Context: an optimization exercise on an open-source flow, tuned for small area and a short achievable clock period. The choices shown serve that exercise and are no tape-out recipe. Only simulation tests tie the RTL to the original design; equivalence was not proved.

## design/flow/design.v

```verilog
module skl_lane_fma (
    input  wire        clk,
    input  wire        rst,        
    input  wire        in_valid,
    input  wire [1:0]  op,         
    input  wire [31:0] a,
    input  wire [31:0] b,
    input  wire [31:0] c,
    output reg         out_valid,
    output reg  [31:0] result
);
    localparam [31:0] QNAN = 32'h7FC00000;
    reg [31:0] xa, xb, xc;
    always @(*) begin
        xa = a;
        xb = b;
        xc = c;
        case (op)
            2'd1: xc = 32'h80000000;               
            2'd2: xb = 32'h3F800000;               
            2'd3: begin xb = 32'h3F800000; xc = {~c[31], c[30:0]}; end
            default: ;
        endcase
    end
    wire       sa = xa[31], sb = xb[31], sc = xc[31];
    wire [7:0] ea = xa[30:23], eb = xb[30:23], ec = xc[30:23];
    wire [22:0] fa = xa[22:0], fb = xb[22:0], fc = xc[22:0];
    wire a_nan = (ea == 8'hFF) && (fa != 0);
    wire b_nan = (eb == 8'hFF) && (fb != 0);
    wire c_nan = (ec == 8'hFF) && (fc != 0);
    wire a_inf = (ea == 8'hFF) && (fa == 0);
    wire b_inf = (eb == 8'hFF) && (fb == 0);
    wire c_inf = (ec == 8'hFF) && (fc == 0);
    wire a_zero = (ea == 8'h00) && (fa == 0);
    wire b_zero = (eb == 8'h00) && (fb == 0);
    wire c_zero = (ec == 8'h00) && (fc == 0);
    wire sp = sa ^ sb;
    wire p_inf = a_inf | b_inf;
    wire p_zero = a_zero | b_zero;
    wire s0_nan = a_nan | b_nan | c_nan
                | (a_inf & b_zero) | (b_inf & a_zero)
                | (p_inf & c_inf & (sp != sc));
    wire s0_inf = p_inf | c_inf;
    wire s0_inf_sign = p_inf ? sp : sc;
    wire [23:0] ma = {ea != 0, fa};
    wire [23:0] mb = {eb != 0, fb};
    wire [23:0] mc = {ec != 0, fc};
    wire [9:0]  Ea = (ea == 0) ? 10'd1 : {2'b00, ea};
    wire [9:0]  Eb = (eb == 0) ? 10'd1 : {2'b00, eb};
    wire [9:0]  Ec = (ec == 0) ? 10'd1 : {2'b00, ec};
    wire signed [11:0] cpos = $signed({2'b00, Ec}) - $signed({2'b00, Ea})
                            - $signed({2'b00, Eb}) + 12'sd153;
    wire anchor_c = p_zero | (!c_zero && (cpos > 12'sd54));
    wire signed [11:0] s0_base = anchor_c ? ($signed({2'b00, Ec}) - 12'sd204)
                                          : ($signed({2'b00, Ea}) + $signed({2'b00, Eb}) - 12'sd303);
    reg        s1_valid;
    reg        s1_nan, s1_inf, s1_inf_sign;
    reg        s1_sp, s1_sc, s1_anchor, s1_pzero, s1_czero;
    reg [23:0] s1_ma, s1_mb, s1_mc;
    reg signed [11:0] s1_cpos, s1_base;
    always @(posedge clk) begin
        if (rst) s1_valid <= 1'b0;
        else     s1_valid <= in_valid;
        s1_nan      <= s0_nan;
        s1_inf      <= s0_inf;
        s1_inf_sign <= s0_inf_sign;
        s1_sp       <= sp;
        s1_sc       <= sc;
        s1_anchor   <= anchor_c;
        s1_pzero    <= p_zero;
        s1_czero    <= c_zero;
        s1_ma       <= ma;
        s1_mb       <= mb;
        s1_mc       <= mc;
        s1_cpos     <= cpos;
        s1_base     <= s0_base;
    end
    wire [47:0] prod = s1_ma * s1_mb;
    wire signed [11:0] cpos_c = s1_cpos < -12'sd26 ? -12'sd26 : s1_cpos;
    wire [11:0]  csh_w = cpos_c + 12'sd26;
    wire [6:0]   csh = csh_w[6:0];                  
    wire [104:0] cbig = {81'd0, s1_mc} << csh;
    reg [78:0] p_ext, c_ext;
    always @(*) begin
        if (s1_anchor) begin
            p_ext = {78'd0, |prod};
            c_ext = {1'b0, s1_mc, 54'd0};
        end else begin
            p_ext = {28'd0, prod, 3'd0};
            c_ext = {cbig[104:27], |cbig[26:0]};
        end
    end
    reg        s2_valid;
    reg        s2_nan, s2_inf, s2_inf_sign;
    reg        s2_sp, s2_sc, s2_zero;
    reg [78:0] s2_p, s2_c;
    reg signed [11:0] s2_base;
    always @(posedge clk) begin
        if (rst) s2_valid <= 1'b0;
        else     s2_valid <= s1_valid;
        s2_nan      <= s1_nan;
        s2_inf      <= s1_inf;
        s2_inf_sign <= s1_inf_sign;
        s2_sp       <= s1_sp;
        s2_sc       <= s1_sc;
        s2_zero     <= s1_pzero & s1_czero;
        s2_p        <= p_ext;
        s2_c        <= c_ext;
        s2_base     <= s1_base;
    end
    wire        eff_sub = s2_sp ^ s2_sc;
    wire [79:0] sum_add = {1'b0, s2_p} + {1'b0, s2_c};
    wire [79:0] sum_sub = {1'b0, s2_p} - {1'b0, s2_c};
    wire        sub_neg = sum_sub[79];
    wire [78:0] sub_mag = sub_neg ? (~sum_sub[78:0] + 79'd1) : sum_sub[78:0];
    wire [78:0] mag     = eff_sub ? sub_mag : sum_add[78:0];
    wire        mag_sign = eff_sub ? (s2_sp ^ sub_neg) : s2_sp;
    reg [6:0] lz;
    integer i;
    always @(*) begin
        lz = 7'd79;
        for (i = 0; i < 79; i = i + 1)
            if (mag[i]) lz = 7'd78 - i[6:0];
    end
    reg        s3_valid;
    reg        s3_nan, s3_inf, s3_inf_sign;
    reg        s3_zero_in, s3_sp, s3_sc, s3_sign;
    reg [78:0] s3_mag;
    reg [6:0]  s3_lz;
    reg signed [11:0] s3_base;
    always @(posedge clk) begin
        if (rst) s3_valid <= 1'b0;
        else     s3_valid <= s2_valid;
        s3_nan      <= s2_nan;
        s3_inf      <= s2_inf;
        s3_inf_sign <= s2_inf_sign;
        s3_zero_in  <= s2_zero;
        s3_sp       <= s2_sp;
        s3_sc       <= s2_sc;
        s3_sign     <= mag_sign;
        s3_mag      <= mag;
        s3_lz       <= lz;
        s3_base     <= s2_base;
    end
    wire signed [11:0] lim     = s3_base + 12'sd204;
    wire               tiny    = lim < 0;           
    wire               is_norm = $signed({5'd0, s3_lz}) <= lim;
    wire [6:0]         lsh     = is_norm ? s3_lz : lim[6:0];
    wire signed [11:0] exp_n   = s3_base + 12'sd205 - $signed({5'd0, s3_lz});
    wire [78:0]        nrm     = s3_mag << lsh;
    wire        guard  = nrm[54];
    wire        sticky = |nrm[53:0];
    wire        lsb    = nrm[55];
    wire        rnd_up = guard & (sticky | lsb);
    wire [7:0]  exp_f  = is_norm ? exp_n[7:0] : 8'd0;
    wire [30:0] pk = {exp_f, nrm[77:55]} + {30'd0, rnd_up};
    wire        ovf    = is_norm && (exp_n >= 12'sd255);
    wire        mag_zero = (s3_mag == 79'd0);
    reg [31:0] res;
    always @(*) begin
        if (s3_nan)
            res = QNAN;
        else if (s3_inf)
            res = {s3_inf_sign, 8'hFF, 23'd0};
        else if (mag_zero)
            res = {(s3_zero_in | (s3_sp == s3_sc)) ? (s3_sp & s3_sc) : 1'b0, 31'd0};
        else if (tiny)
            res = {s3_sign, 31'd0};
        else if (ovf)
            res = {s3_sign, 8'hFF, 23'd0};
        else
            res = {s3_sign, pk};
    end
    always @(posedge clk) begin
        if (rst) out_valid <= 1'b0;
        else     out_valid <= s3_valid;
        result <= res;
    end
endmodule
```

## design/flow/run.sh

```bash
#!/bin/bash
# synth_recipe.tcl (not shown) runs the flow's synth.tcl, then flattens the netlist and writes it again
# the make line also repeats each setting of config.mk as NAME=value (left out here)
make -C /OpenROAD-flow-scripts/flow DESIGN_CONFIG=/design/flow/config.mk WORK_HOME=/design/flow/orfs CLKGATE_MAP_FILE= SYNTH_SCRIPT=/design/flow/synth_recipe.tcl finish
```

## design/flow/config.mk

```make
export PLATFORM = sky130hd
export DESIGN_NAME = skl_lane_fma
export DESIGN_NICKNAME = skl_lane_fma
export VERILOG_FILES = /design/flow/design.v
export SDC_FILE = /design/flow/constraint.sdc
export NUM_CORES = 4
export LEC_CHECK = 0
export CAP_MARGIN = 20
export CORE_MARGIN = 2
export CORE_UTILIZATION = 40
export PLACE_DENSITY = 0.6
export SLEW_MARGIN = 20
```

## design/flow/constraint.sdc

```tcl
create_clock -name core_clock -period 9.0 [get_ports {clk}]
set_input_delay 1.8000 -clock core_clock [delete_from_list [all_inputs] [get_ports {clk}]]
set_output_delay 1.8000 -clock core_clock [all_outputs]
set_load 0.01 [all_outputs]
```

==> impl_metrics.json <==
{
  "synth_seq_area_share": 0.153,
  "cts_made_buffers": 43,
  "ys_seq_elements": 380,
  "clk_pin_slew_worst_paths_ns": 0.06,
  "fmax_mhz": 117,
  "drt-met1-wl_um": 72100,
  "synthArstFlopShare": 0,
  "area_growth_pct": 9.32,
  "arrival_ns": 9.01,
  "start_util": 0.402,
  "num_antenna_cells": 0,
  "met3RoutedLength_um": 8230,
  "synth_edf_count": 0,
  "syn_area_um2": 49600,
  "first_global_vias": 42619,
  "fin_crit_ns": 8.52,
  "grt_start_max_net_pins": 64,
  "crit_path_frequent_cell": "fa_1",
  "yosysUniqueCellTypes": 106,
  "yosysWarnings": 1,
  "num_io_pins": 134,
  "yosysMostFrequentCell": "inv_1",
  "cp_slowest_cell": "fa_1",
  "drt.antenna.violating_nets": 0,
  "syn_nets": 6861,
  "cts.sinks": 380,
  "setup_tns_ns": 0,
  "slew_headroom": 0.242,
  "dr_wl_met2_um": 73500,
  "antenna_found_initial": 2,
  "endpoint_kind": "register",
  "post-place-ws_ns": 0.108,
  "max_slew.worst_pin.slew_ns": 1.13,
  "min_from": "s1_base[6]",
  "drv_cap": 0,
  "routed_wirelength_um": 160000,
  "clock_latency_ns": 0.62,
  "place_inst": 7509,
  "dr.pass1.iters": 6,
  "grt_overflow": 0,
  "drtIter0Drc": 3550,
  "skew_ns": 0.0403,
  "synth_ff_type": "dfxtp_1",
  "r2r_end": "s2_p[0]",
  "r2r_start": "s1_mb[8]",
  "portBuffers": 133,
  "synth.top_cell.area_share": 0.196,
  "num-fill-cells": 12375,
  "crit_path_start_kind": "register",
  "finalNetCount": 6847,
  "r2r_slack_ns": 0.48,
  "die_y_um": 356,
  "via_per_inst": 5.66,
  "setup_viol": 0,
  "h-tree-depth": 2,
  "grt_usage": 0.252,
  "setup_ws_ns": 0.482,
  "core_area_um2": 123000,
  "synthTopCellsByArea": "fa_1 (20%), dfxtp_1 (15%), ha_1 (8.6%)",
  "critPathMaxFanout": 9,
  "hold_viol": 0,
  "period_share": 0.946,
  "drc": 0,
  "hold_buffers": 0,
  "hold_end": "s2_base[6]",
  "drive_gt1_frac": 0.0689,
  "cts_tree": "built",
  "avgSynthCellArea_um2": 8.37,
  "grt_pass1_wl_um": 254000,
  "synth_largest_area_cell": "fa_1",
  "cp_slowest_stage_delay_ns": 0.55,
  "dr.max_layer_used": "met4",
  "gp_congestion": 0.946,
  "ys_top_cells_by_count": "inv_1 (721), nand2_1 (675), fa_1 (487), dfxtp_1 (380), nor2_1 (378)",
  "layoutNonFillerInstCount": 7586,
  "critPathKind": "register to register",
  "routed-via-count": 42910,
  "design.die.area_um2": 127000,
  "worst_r2r_path_depth": 32,
  "die_x_um": 356,
  "dp_hpwl_um": 134000,
  "slew_viol_final": 0,
  "syn_inst": 5931,
  "whs_path_depth": 0,
  "detail_route.wl_per_cell_um": 21.1,
  "status": "complete, no violations",
  "cts-root-buf": "clkbuf_16",
  "cts_buffer_depth": 3,
  "worstPathRequired_ns": 9.49,
  "num_rows": 129,
  "min_path_type": "register to register"
}
==> cell families after synthesis <==
family          Yosys count  synth area share
compound gates          996             0.134
xor+xnor                261            0.0461
fa+ha+maj               829             0.283
buf+inv                1027            0.0797
flops                   380             0.153
mux                     354            0.0956
simple gates           2084             0.209
==> flip-flops by register name, indices dropped and copies added (netlist names), 10 cells and up <==
| register | flops |
|---|---|
| s2_c | 79 |
| s3_mag | 79 |
| s2_p | 49 |
| result | 32 |
| s1_ma | 24 |
| s1_mb | 24 |
| s1_mc | 24 |
| s1_cpos | 11 |
| s1_base | 10 |
| s2_base | 10 |
| s3_base | 10 |
==> critical path: cells and delay by family (launching register included) <==
kind,cells,cell delay (ns)
AO/OA/AOI/OAI,15,3.31
XOR/XNOR,1,0.20
adder cells (fa/ha/maj),8,3.80
buffers and inverters,4,0.37
flip-flops,1,0.36
AND/OR/NAND/NOR,4,0.35
==> cell type report <==
type,count,area [um^2],area share
flip-flops and latches,380,7620,0.140
clock buffers,57,1220,0.0225
well taps,1637,2050,0.0377
repair buffers,244,2180,0.0403
clock inverters,20,262,0.00482
inverters,724,2720,0.0501
multi-input cells,4524,38200,0.704
==> cells in the final DEF, fill, tap and decap left out, types with 25 or more instances in the layout <==
cell | synthesis | routed
mux2i_1 | 240 | 240
and2_1 | 260 | 260
ha_1 | 342 | 342
nor3_1 | 141 | 140
o22ai_1 | 29 | 29
or3_1 | 43 | 43
mux4_2 | 94 | 94
nor4_1 | 90 | 90
a21oi_1 | 279 | 276
o31ai_1 | 25 | 25
xor2_1 | 88 | 87
nand3_1 | 104 | 104
fa_1 | 487 | 487
a31oi_1 | 49 | 49
or2_2 | 38 | 37
a21o_1 | 64 | 64
o21ai_0 | 170 | 166
a211oi_1 | 35 | 33
clkbuf_16 | 0 | 44
nor2b_1 | 77 | 77
o21bai_1 | 36 | 36
nand4_1 | 70 | 70
and3_1 | 48 | 48
o21a_1 | 39 | 38
buf_4 | 9 | 108
inv_1 | 721 | 721
nand2_1 | 675 | 675
nor2_1 | 378 | 378
clkdlybuf4s50_1 | 0 | 133
xnor2_1 | 173 | 170
nand2b_1 | 45 | 45
dfxtp_1 | 380 | 370
==> worst max-delay path by stage <==
stage                   from  endpoint  slack, ns
global route        s1_mb[8]   s2_p[0]      -0.03
detailed placement  s1_ma[7]   s2_p[0]       0.11
finish              s1_mb[8]   s2_p[0]       0.48
CTS                 s1_ma[7]   s2_p[0]       0.04
floorplan           s1_mb[8]   s2_p[0]       0.66
global placement    s1_ma[7]   s2_p[0]       0.26
==> metrics by stage <==
step	util	hold slack (ns)	cell area, um^2
2_1_floorplan	-	0.310	49600
3_3_place_gp	0.427	0.311	52700
3_5_place_dp	0.427	0.312	52700
4_1_cts	0.439	0.326	54200
5_1_grt	0.439	0.332	54300
6_report	0.439	0.326	54300
==> metal layers <==
| layer | vias to the layer above | track usage |
|---|---|---|
| met5 | - | 0 |
| met4 | 0 | 0.0916 |
| met3 | 265 | 0.0242 |
| met2 | 1347 | 0.411 |
| met1 | 21168 | 0.349 |
| li1 | 20130 | - |
==> repair_timing <==
action / in CTS / in global routing
resized for setup: 0 / 21
endpoints found under the setup margin: 0 / 5
setup buffers: 0 / 0

re-timing with driven ports:
The results above use ideal ports. As a check the final layout listed here was re-extracted and re-timed, cells and wires unchanged.
Step 1, drivers: a clkbuf_16 drives clk and a buf_2 each remaining input, both assumed.
Step 2, shift: input delay + t, output delay - t, t = (earliest + latest rising clock arrival at the registers) / 2. This alone moves slack from input paths to output paths.
Slacks: ideal / step 1 / step 2; pairs: ideal / step 1.
shift t [ns]: 0.658
setup WS [ns]: 0.482 / 0.482 / 0.482
clock arrival spread, ns: 0.046 / 0.046
slew at the worst register clock pin (ns): 0.08 / 0.08
After both steps setup and hold are still met in this run. For this run, drivers alone change the setup slack by 0.000 ns; drivers and shift together by 0.000 ns.
